What follows belongs to an exercise in optimizing a design on an open flow for small area, a short achievable clock period and few clock cycles per item; a production flow would make more cautious choices. Function was checked by simulation only, so behaviour that the tests miss may differ from the original.

==> design/flow/design.v <==
module prs_decoder (
    input  wire        clk,
    input  wire        rst,           
    input  wire        in_valid,
    output wire        in_ready,
    input  wire [31:0] in_data,
    output wire        out_valid,
    input  wire        out_ready,
    output wire [14:0] out_sample,
    output wire        out_last
);
    localparam [2:0] S_CTRL  = 3'd0,
                     S_RAW   = 3'd1,
                     S_UNARY = 3'd2,
                     S_LOW   = 3'd3,
                     S_RECON = 3'd4,
                     S_OUT   = 3'd5;
    reg [2:0] state;
    reg  [3:0] K;
    reg  [2:0] e_code;
    reg        ped;
    reg        sgn;            
    wire [3:0] w_m1 = sgn ? 4'd14 : 4'd13;
    reg  [3:0] e_val;
    always @(*) begin
        case (e_code)
            3'd0:    e_val = 4'd0;
            3'd1:    e_val = 4'd1;
            3'd2:    e_val = 4'd2;
            3'd3:    e_val = 4'd4;
            default: e_val = 4'd8;
        endcase
    end
    wire [3:0]         e_eff = ped ? 4'd0 : e_val;
    wire signed [17:0] hi    = (e_eff == 4'd0) ? 18'sh3FFF : 18'sh3FFE;
    wire signed [17:0] lo    = sgn ? -hi : 18'sd0;
    wire [4:0]         step  = {e_eff, 1'b1};
    reg  [31:0] wreg;
    reg         have;          
    reg  [4:0]  bpos;          
    wire        cur_bit = wreg[{bpos[4:3], ~bpos[2:0]}];
    wire        reading = (state == S_RAW) || (state == S_UNARY) || (state == S_LOW);
    wire        bit_ok  = reading && have;
    assign in_ready = (state == S_CTRL) || (reading && !have);
    wire   in_fire  = in_valid && in_ready;
    reg  [5:0]  idx;           
    reg  [3:0]  bj;            
    reg  [15:0] val;           
    reg  [16:0] ones;          
    reg  signed [15:0] xr0, xr1;
    reg  [14:0] sample;
    wire [16:0]        u     = (ones << K) | {1'b0, val};
    wire [16:0]        qmag  = u[0] ? (u >> 1) + 17'd1 : (u >> 1);
    wire signed [17:0] q     = u[0] ? -$signed({1'b0, qmag}) : $signed({1'b0, qmag});
    wire signed [17:0] p_raw = 18'sd2 * xr1 - xr0;
    wire signed [17:0] p     = (p_raw < lo) ? lo : (p_raw > hi) ? hi : p_raw;
    wire signed [17:0] xr_raw = p + q * $signed({13'd0, step});
    wire signed [17:0] xr_n  = (xr_raw < lo) ? lo : (xr_raw > hi) ? hi : xr_raw;
    wire [15:0]        raw_v = {val[14:0], cur_bit};
    wire signed [15:0] raw_s = sgn ? {raw_v[14], raw_v[14:0]} : {2'b00, raw_v[13:0]};
    assign out_valid  = (state == S_OUT);
    assign out_sample = sample;
    assign out_last   = (idx == 6'd31);
    always @(posedge clk) begin
        if (rst) begin
            state <= S_CTRL;
            have  <= 1'b0;
            idx   <= 6'd0;
        end else begin
            if (in_fire && state != S_CTRL) begin
                wreg <= in_data;
                have <= 1'b1;
                bpos <= 5'd0;
            end
            if (bit_ok) begin
                bpos <= bpos + 5'd1;
                if (bpos == 5'd31)
                    have <= 1'b0;
            end
            case (state)
                S_CTRL: if (in_fire) begin
                    K      <= in_data[31:28];
                    e_code <= in_data[27:25];
                    ped    <= in_data[24];
                    sgn    <= (in_data[19:16] == 4'd14);
                    idx    <= 6'd0;
                    bj     <= (in_data[19:16] == 4'd14) ? 4'd14 : 4'd13;
                    val    <= 16'd0;
                    state  <= S_RAW;
                end
                S_RAW: if (bit_ok) begin
                    val <= raw_v;
                    if (bj == 4'd0) begin
                        sample <= raw_s[14:0];
                        xr0    <= xr1;
                        xr1    <= raw_s;
                        state  <= S_OUT;
                    end else begin
                        bj <= bj - 4'd1;
                    end
                end
                S_UNARY: if (bit_ok) begin
                    if (cur_bit) begin
                        ones <= ones + 17'd1;
                    end else if (K != 4'd0) begin
                        bj    <= K - 4'd1;
                        state <= S_LOW;
                    end else begin
                        state <= S_RECON;
                    end
                end
                S_LOW: if (bit_ok) begin
                    val <= {val[14:0], cur_bit};
                    if (bj == 4'd0)
                        state <= S_RECON;
                    else
                        bj <= bj - 4'd1;
                end
                S_RECON: begin
                    sample <= xr_n[14:0];
                    xr0    <= xr1;
                    xr1    <= xr_n[15:0];
                    state  <= S_OUT;
                end
                S_OUT: if (out_ready) begin
                    idx  <= idx + 6'd1;
                    val  <= 16'd0;
                    ones <= 17'd0;
                    bj   <= w_m1;
                    if (idx == 6'd31) begin
                        have  <= 1'b0;           
                        state <= S_CTRL;
                    end else if (K == 4'd15 || idx == 6'd0) begin
                        state <= S_RAW;
                    end else begin
                        state <= S_UNARY;
                    end
                end
                default: state <= S_CTRL;
            endcase
        end
    end
endmodule
==> design/flow/run.sh <==
#!/bin/bash
# synth_recipe.tcl (not shown) runs the flow's synth.tcl, then flattens the netlist and writes it again
# the make line also repeats each setting of config.mk as NAME=value (left out here)
make -C /OpenROAD-flow-scripts/flow DESIGN_CONFIG=/design/flow/config.mk WORK_HOME=/design/flow/orfs CLKGATE_MAP_FILE= SYNTH_SCRIPT=/design/flow/synth_recipe.tcl finish
==> design/flow/config.mk <==
export PLATFORM = sky130hd
export DESIGN_NAME = prs_decoder
export DESIGN_NICKNAME = prs_decoder
export VERILOG_FILES = /design/flow/design.v
export SDC_FILE = /design/flow/constraint.sdc
export NUM_CORES = 4
export LEC_CHECK = 0
export CAP_MARGIN = 20
export CORE_MARGIN = 2
export CORE_UTILIZATION = 40
export SLEW_MARGIN = 20
==> design/flow/constraint.sdc <==
create_clock -name core_clock -period 20.0 [get_ports {clk}]
set_input_delay 4.0000 -clock core_clock [delete_from_list [all_inputs] [get_ports {clk}]]
set_output_delay 4.0000 -clock core_clock [all_outputs]
set_load 0.01 [all_outputs]
==> summary.txt <==
Hold WC Path Type - reg2reg
Net Count, Synth - 1,334
Starting DRT DRC Count - 550
Routed WL per cell - 17.5 um
Synth cell count leaders - nor2_1, inv_1, edfxtp_1
FF-to-FF Start - sample[1]
Vias in the first global route - 8,744
Count leader, synth - nor2_1
Routability cong. - 0.883
Max Cap Violations - 0
Most frequent CP cell - ha_1
Postcts setup bufs - 0
Asr flop ratio synth - 0
CTS buffer count - 17
Largest area contributor in the netlist - edfxtp_1
Cell area after synthesis - 11,400 um2
Fmax achieved - 0.0955 GHz
Pin count of the biggest net entering global routing - 34
Fill cells - 2,685
Tightest Pin Transition - 0.939 ns
Initial antenna violation count - 0
Synth area leaders - edfxtp_1, fa_1, ha_1
Clock Sinks - 125
Outcome - timing/DRC/antenna clean
Crit-path max FO - 21
CP endpoint kind - flop
Max_slew headroom - 0.372
N_diodes - 0
Post-CTS sizing - 0
Final Core Density - 0.459
Setup Viol. Count Final - 0
TritonCTS clock tree - built
Yosys warning total - 1
Clock latency on the worst-skew pair - 0.43 ns
DIE AREA - 30,000 um2
Tcrit/Tclk final - 0.524
Core box area - 27,900 um2
Min Tclk post-route - 10.47 ns
Fin nets - 1,361
Setup Crit Path Kind - reg2reg
Avg Inst Size Synth - 9.78 um2
Hpwl dp - 21.7 mm
Total GRT Usage - 0.191
Antenna viol nets, final - 0
Final hold violation count - 0
Top Ports - 54
Layout cells sized above 1 - 0.0835
Clk buf depth - 2
Count of cell types in the netlist - 80
Clock transition at path regs - 0.07 ns
Post-synth EDFFs - 115
DP Worst Slack - 9.69 ns
First-pass GRT wire length - 45.9 mm
# H-tree levels - 4
DRC Markers - 0
Hold Startpoint - idx[1]
Die H - 173 um
IO Port Bufs - 53
Synth Flop Type - edfxtp_1
Top cell type's share of synthesized area - 0.302
Worst path slowest cell - o31a_1
Synthesis-stage register bit count - 125
Final Skew - 0.0151 ns
Critical Path AT - 10.65 ns
Crit path from - sample[1]
Setup TNS - 0 ns
Crit path launch type - flop
Required @ worst endpoint - 20.17 ns
WL final - 27.8 mm
Hold buffers post-CTS - 0
Via count - 8,763
Initial Util - 0.409
Syn-to-layout area delta - 12.2%
Grt total ovfl - 0
Vias/cell - 5.52
Worst setup margin - 9.53 ns
Post-synthesis sequential area ratio - 0.319
Mapped Cells - 1,170
Die W - 173 um
Rows - 61
CP max stage delay - 0.46 ns
RSZ-0062 raised after global routing - false
Drt first pass iters - 5
Slew Limit Fails - 0
Clk root buf - clkbuf_16
==> registers in the layout (all words and copies together), names as in the netlist, 4 cells and up <==
register / cells
idx: 6
bj: 4
ones: 17
K: 4
sample: 14
xr0: 16
wreg: 32
val: 16
bpos: 5
==> worst max-delay path: cells and delay by family (launching register included) <==
family / cells / cell delay [ns]
fa+ha+maj: 6 / 1.77
flops: 1 / 0.42
xor+xnor: 2 / 0.79
buf+inv: 2 / 0.26
simple gates: 12 / 2.57
compound gates: 21 / 4.41
==> cell type report <==
| type | count | area [um2] | area share |
|---|---|---|---|
| inverters | 127 | 477 | 0.0371 |
| flip-flops and latches | 125 | 3650 | 0.285 |
| clock buffers | 17 | 425 | 0.0331 |
| repair buffers | 63 | 606 | 0.0472 |
| clock inverters | 15 | 148 | 0.0115 |
| multi-input cells | 863 | 7050 | 0.549 |
| well taps | 378 | 473 | 0.0369 |
==> metrics by stage <==
step | cell area (um2) | hold slack [ns] | std cells
5_1_grt | 12800 | 0.524 | 1588
3_3_place_gp | 12200 | 0.477 | 1556
3_5_place_dp | 12200 | 0.488 | 1556
2_1_floorplan | 11400 | 0.431 | 1170
6_report | 12800 | 0.501 | 1588
4_1_cts | 12800 | 0.506 | 1588
==> per-layer routing <==
layer	vias up	track usage	part of all wire	wire length, um
met5	-	0	0	0
met4	0	0.0738	0.031	857
met3	52	0.0295	0.038	1070
met2	204	0.319	0.49	13500
met1	4295	0.249	0.44	12300
li1	4212	-	-	-
==> worst paths after layout <==
path	endpoint	slack (ns)	cells after the start
min reg2reg	idx[1]	0.50	2
max	sample[4]	9.53	43
min	idx[1]	0.50	2
max reg2reg	sample[4]	9.53	43
==> cells in the final DEF, fill, tap and decap left out, types with 5 or more instances in the layout <==
master	netlist	layout
dfxtp_1	10	10
nor4_1	7	7
o31a_1	11	11
nor3_1	19	17
a22o_1	13	13
xor2_1	30	30
a21o_1	12	12
nand4_1	15	15
a31oi_1	6	6
buf_4	16	10
or2_2	10	10
clkdlybuf4s50_1	0	53
a21oi_1	45	45
nand3_1	24	24
and3_1	14	14
nor2b_1	12	12
xnor2_1	44	44
ha_1	72	72
nand2b_1	16	16
nor2_1	140	140
mux2i_1	14	14
a211oi_1	9	8
o21ai_0	54	54
edfxtp_1	115	115
mux2_2	7	7
and2_1	30	30
o21bai_1	5	5
inv_1	125	125
nand2_1	62	62
o211ai_1	5	5
inv_8	0	6
mux4_2	25	25
o21a_1	18	18
clkbuf_16	0	17
fa_1	56	56
or3_1	9	9
==> cells by family (layout without fill, tap and decap cells) <==
logic type	Yosys count	in the layout	share of synthesized area
AOI/OAI and AO/OA	231	231	0.142
xor gates and xnor gates	77	77	0.0622
adders and majority gates	129	129	0.178
buffers and inverters	182	222	0.0675
DFF	125	125	0.319
muxes	46	46	0.0684
and+or+nand+nor	380	380	0.163
Testbench counts, summed over its fixed seeds: cycles 153,415, blocks 512.

-- what the ideal ports hide --
How much do the figures lean on ideal ports? The routed layout below was timed once more, with nothing changed but the port constraints. Step 1 sets driving cells, clkbuf_16 on the clock port and buf_2 on the other inputs (assumed; they add their load-dependent delay and slew). Step 2 also shifts input and output timing later by t, the mid clock arrival at the registers, as if the neighbouring blocks saw the same clock. Slacks: ideal ports / drivers / drivers and shift; pairs: ideal ports / drivers.
t (ns): 0.470
setup slack, ns: 9.528 / 9.528 / 9.528
latest minus earliest clock arrival (ns): 0.015 / 0.015
After both steps this run still meets setup and hold. For this run, drivers alone change the setup slack by 0.000 ns; drivers and shift together by 0.000 ns.
